Background: an optimization exercise with open tools, aiming at small area, a short achievable clock period and few clock cycles per item. Do not read the settings as production practice. At most, simulation tests tie the RTL to the original design; equivalence was not proved. No activity file was given, so power comes from the tool's default toggle rates.

// stripe_pq
module stripe_pq (
  input  wire        clk,
  input  wire        rst,
  input  wire        in_valid,
  output wire        in_ready,
  input  wire [63:0] in_data,
  input  wire [5:0]  cfg_n,        
  input  wire [4:0]  cfg_ppos,     
  input  wire [1:0]  cfg_nlost,    
  input  wire [4:0]  cfg_lost0,
  input  wire [4:0]  cfg_lost1,
  output wire        out_valid,
  input  wire        out_ready,
  output wire [63:0] out_a,
  output wire [63:0] out_b
);
For scale: ~4000 cells after synthesis, about 510 flip-flops, ~0.033 sq mm of cells after synthesis.
==> flow/config.mk <==
export PLATFORM = sky130hd
export DESIGN_NAME = stripe_pq
export DESIGN_NICKNAME = stripe_pq
export VERILOG_FILES = /design/flow/design.v
export SDC_FILE = /design/flow/constraint.sdc
export NUM_CORES = 4
export LEC_CHECK = 0
export ABC_CLOCK_PERIOD_IN_PS = 3000
export CAP_MARGIN = 20
export CORE_MARGIN = 2
export CORE_UTILIZATION = 50
export PLACE_DENSITY = 0.6
export SETUP_SLACK_MARGIN = 5
export SLEW_MARGIN = 20
==> flow/constraint.sdc <==
create_clock -name core_clock -period 10.0 [get_ports {clk}]
set_input_delay 2.0000 -clock core_clock [delete_from_list [all_inputs] [get_ports {clk}]]
set_output_delay 2.0000 -clock core_clock [all_outputs]
set_load 0.01 [all_outputs]
standard.sh (not shown) runs the stock make flow with config.mk's settings and CLKGATE_MAP_FILE= SYNTH_SCRIPT=/design/flow/synth_recipe.tcl, a recipe that flattens the netlist after the stock synthesis.
==> flow/flow/run.sh <==
#!/bin/bash
set -euo pipefail
bash standard.sh synth > flow_synth.log 2>&1
bash standard.sh 'BUFFER_PORTS_ARGS=-buffer_cell sky130_fd_sc_hd__buf_4' SETUP_SLACK_MARGIN=6.6 finish > flow_finish.log 2>&1
The starting point went through all stages and came out clean.
Rerun with:
--- a/flow/design.v
+++ b/flow/design.v
@@ -102,21 +102,21 @@
   reg  [1:0]  jnl;
   wire        j_new  = v_r && first_r;
   wire [4:0]  sp_p   = j_new ? cp_r  : jp;
   wire [4:0]  sp_l0  = j_new ? cl0_r : jl0;
   wire [4:0]  sp_l1  = j_new ? cl1_r : jl1;
   wire [1:0]  sp_nl  = j_new ? cnl_r : jnl;
   wire a_p  = (apos == sp_p);
   wire a_q  = ({1'b0, apos} == {1'b0, sp_p} + 6'd1);
   wire a_l0 = (sp_nl != 2'd0) && (apos == sp_l0);
   wire a_l1 = (sp_nl == 2'd2) && (apos == sp_l1);
-  wire a_qm = a_q && !a_l0 && !a_l1 && (apos[4:1] != 4'd0);    
+  wire a_qm = a_q && !a_l0 && !a_l1 && a_nz;    
   wire a_dn = a_nz && !a_p && !a_q;                           
   wire        exec   = xa || xb;
   wire        last_done = v_r && last_r;
   wire        full_n = last_done || (full && !cp);
   wire        q1_n   = fire && a_qm;
   wire        q2_n   = q1;
   wire        ov_n   = (exec && ops == 3'd4) || (ov && !out_ready);
   wire [2:0]  ops_n  = cp ? 3'd1 : !exec ? ops : (ops == 3'd4) ? 3'd0 : ops + 3'd1;
   wire        cp_n   = full_n && (ops_n == 3'd0) && !ov_n;
   wire        xa_n   = !q1_n && !q2_n && (ops_n == 3'd1 || ops_n == 3'd2);
@@ -161,25 +161,24 @@
     if (fire && !a_nz) an <= cfg_n;
     if (j_new) begin
       jn  <= cn_r;
       jp  <= cp_r;
       jnl <= cnl_r;
       jl0 <= cl0_r;
       jl1 <= cl1_r;
     end
   end
   assign in_ready = rdy;
-  reg r_p, r_q, r_qg, r_l0, r_l1;
+  reg r_p, r_q, r_l0, r_l1;
   always @(posedge clk) begin
     r_p  <= a_p;
     r_q  <= a_q;
-    r_qg <= (apos == 5'd1) && (sp_p == 5'd0);
     r_l0 <= a_l0;
     r_l1 <= a_l1;
   end
   wire c_plast = ({1'b0, cp_r} + 6'd1 == cn_r);
   wire f_p   = (cp_r == 5'd0);
   wire f_q   = c_plast;
   wire f_l0  = (cnl_r != 2'd0) && (cl0_r == 5'd0);
   wire is_p  = first_r ? f_p  : r_p;
   wire is_q  = first_r ? f_q  : r_q;
   wire is_d  = !is_p && !is_q;
@@ -205,29 +204,29 @@
   reg  [63:0] sp, z, res_a, res_b;
   reg  [31:0] mx;            
   reg  [7:0]  pw, cq, al, be, ah, bh, mc;
   reg  [4:0]  cnt;
   reg  [7:0]  tpv;           
   reg         l0d;
   wire [31:0] m_o  = gf_mul4(mx, mc);
   reg fix, fx_spk, fx_zg, fx_zk;
   wire [63:0] sp_b = (fix && fx_spk) ? 64'd0 : sp;
   wire        nz_d = v_r && !first_r && is_d;
-  wire        z_0  = fix && fx_zk;
-  wire        z_g  = fix && fx_zg && !nz_d;        
+  wire        z_0  = v_r && (first_r || (fix && fx_zk));
   wire        z_i  = nz_d && !(fix && fx_zg);      
-  wire [63:0] z_h  = z_0 ? 64'd0 : z_g ? gf_x8(z) : z_i ? gf_xi8(z) : z;
+  wire [63:0] z_h  = z_0 ? 64'd0 : z_i ? gf_xi8(z) : z;
   wire        add_sp = v_r && !first_r && !is_q && !lost;
   wire        add_d  = v_r && !first_r && is_d && !lost;
-  wire        add_qg = v_r && !first_r && is_q && !lost && r_qg;
-  wire [63:0] z_in = (add_d ? in_r : 64'd0) ^ (add_qg ? gf_x8(in_r) : 64'd0) ^
-                     {(q2 ? m_o : 32'd0), (q1 ? m_o : 32'd0)};
+  wire        add_z  = add_d || (v_r && first_r);
+  wire        q2z    = q2 && !(v_r && first_r);
+  wire [63:0] z_in = {(add_z ? in_r[63:32] : 32'd0) ^ (q2z ? m_o : 32'd0),
+                      add_z ? in_r[31:0] : q1 ? m_o : 32'd0};
   wire [7:0] pw_c  = first_r ? 8'h01 : pw;
   wire [7:0] cq_c  = first_r ? 8'h02 : cq;
   wire [7:0] al_c  = first_r ? 8'h00 : al;
   wire [7:0] be_c  = first_r ? 8'h8E : be;
   wire       l0d_c = first_r ? 1'b0 : l0d;
   wire [7:0] tp_inc = tp(cnt + 5'd1);
   reg  [7:0] cq_n, al_n, be_n;
   always @* begin
     cq_n = cq; al_n = al; be_n = be;
     if (v_r) begin
@@ -238,33 +237,31 @@
       end else begin
         be_n = is_d ? gf_x(be_c) : be_c;
         al_n = (is_d && lost) ? pw_c : al_c;
       end
     end
   end
   wire [7:0] ah_n = cp ? al : ah;
   wire [7:0] bh_n = cp ? be : bh;
   wire       op_a_n = (ops_n[2:1] == 2'b00) || (ops_n == 3'd2);
   always @(posedge clk) begin
-    if (v_r && first_r) begin
+    if (v_r && first_r)
       sp <= in_r;
-      z  <= in_r;
-    end else begin
+    else if (v_r)
       sp <= sp_b ^ (add_sp ? in_r : 64'd0);
-      z  <= z_h ^ z_in;
-    end
+    z <= z_h ^ z_in;
     if (q1_n)      mx <= in_data[31:0];
     else if (q1)   mx <= in_r[63:32];
     else if (xa_n) mx <= cp ? z[31:0]  : exec ? res_a[63:32] : res_a[31:0];
     else           mx <= cp ? sp[31:0] : xb   ? res_b[63:32] : res_b[31:0];
     if (rst) fix <= 1'b0;
-    else     fix <= v_r && first_r;
+    else     fix <= (v_r && first_r) || (fix && !v_r);
     if (v_r && first_r) begin
       fx_spk  <= f_q || f_l0;
       fx_zg   <= f_q && !f_l0;
       fx_zk   <= f_p || f_l0;
       j_qlost <= c_qlost;
       j_jf    <= c_jf;
     end
     cq <= cq_n;
     al <= al_n;
     be <= be_n;
=> Final area goes down by a few percent. Non-clock buffer count goes down by 54. Die area came out lower by a few percent. Utilization came out lower by 1.8 points. Worst setup slack improved by 0.095 ns. Count of clock-buffer cells in the layout rises by 3. Register-to-register slack is better by 0.05 ns. Routed wire length goes down by roughly a tenth. Via count went down by roughly a tenth. Sequential power came out lower by a few percent. Maximum frequency came out higher by a few percent.
Testbench counts after the change, summed over its fixed seeds: cycles 24,913, items 1,200.
Function not checked in the first run of this note: the RTL went through the layout flow alone.

[static timing again, ports no longer ideal]
The results above use ideal ports. As a check the final layouts listed here were re-extracted and re-timed, cells and wires unchanged. Step 1: set_driving_cell puts a clkbuf_16 on clk and a buf_2 on each other input, an assumption about the parent block. Step 2, shift: input delay + t, output delay - t, t = (earliest + latest rising clock arrival at the registers) / 2. This alone moves slack from input paths to output paths. Three values: no drivers, after step 1, after step 2; two values: the first two.
run | shift t [ns] | setup slack, ns | slew at the worst register clock pin (ns) | worst slew at a driven data input, ns
the first run | 0.699 | 6.517 / 6.525 / 5.864 | 0.07 / 0.07 | 0.06
the second run | 0.698 | 6.612 / 6.547 / 6.056 | 0.07 / 0.07 | 0.14
After both steps every run listed still meets setup and hold. For the first run, which loses most, drivers alone change the setup slack by +0.008 ns; drivers and shift together by -0.653 ns.
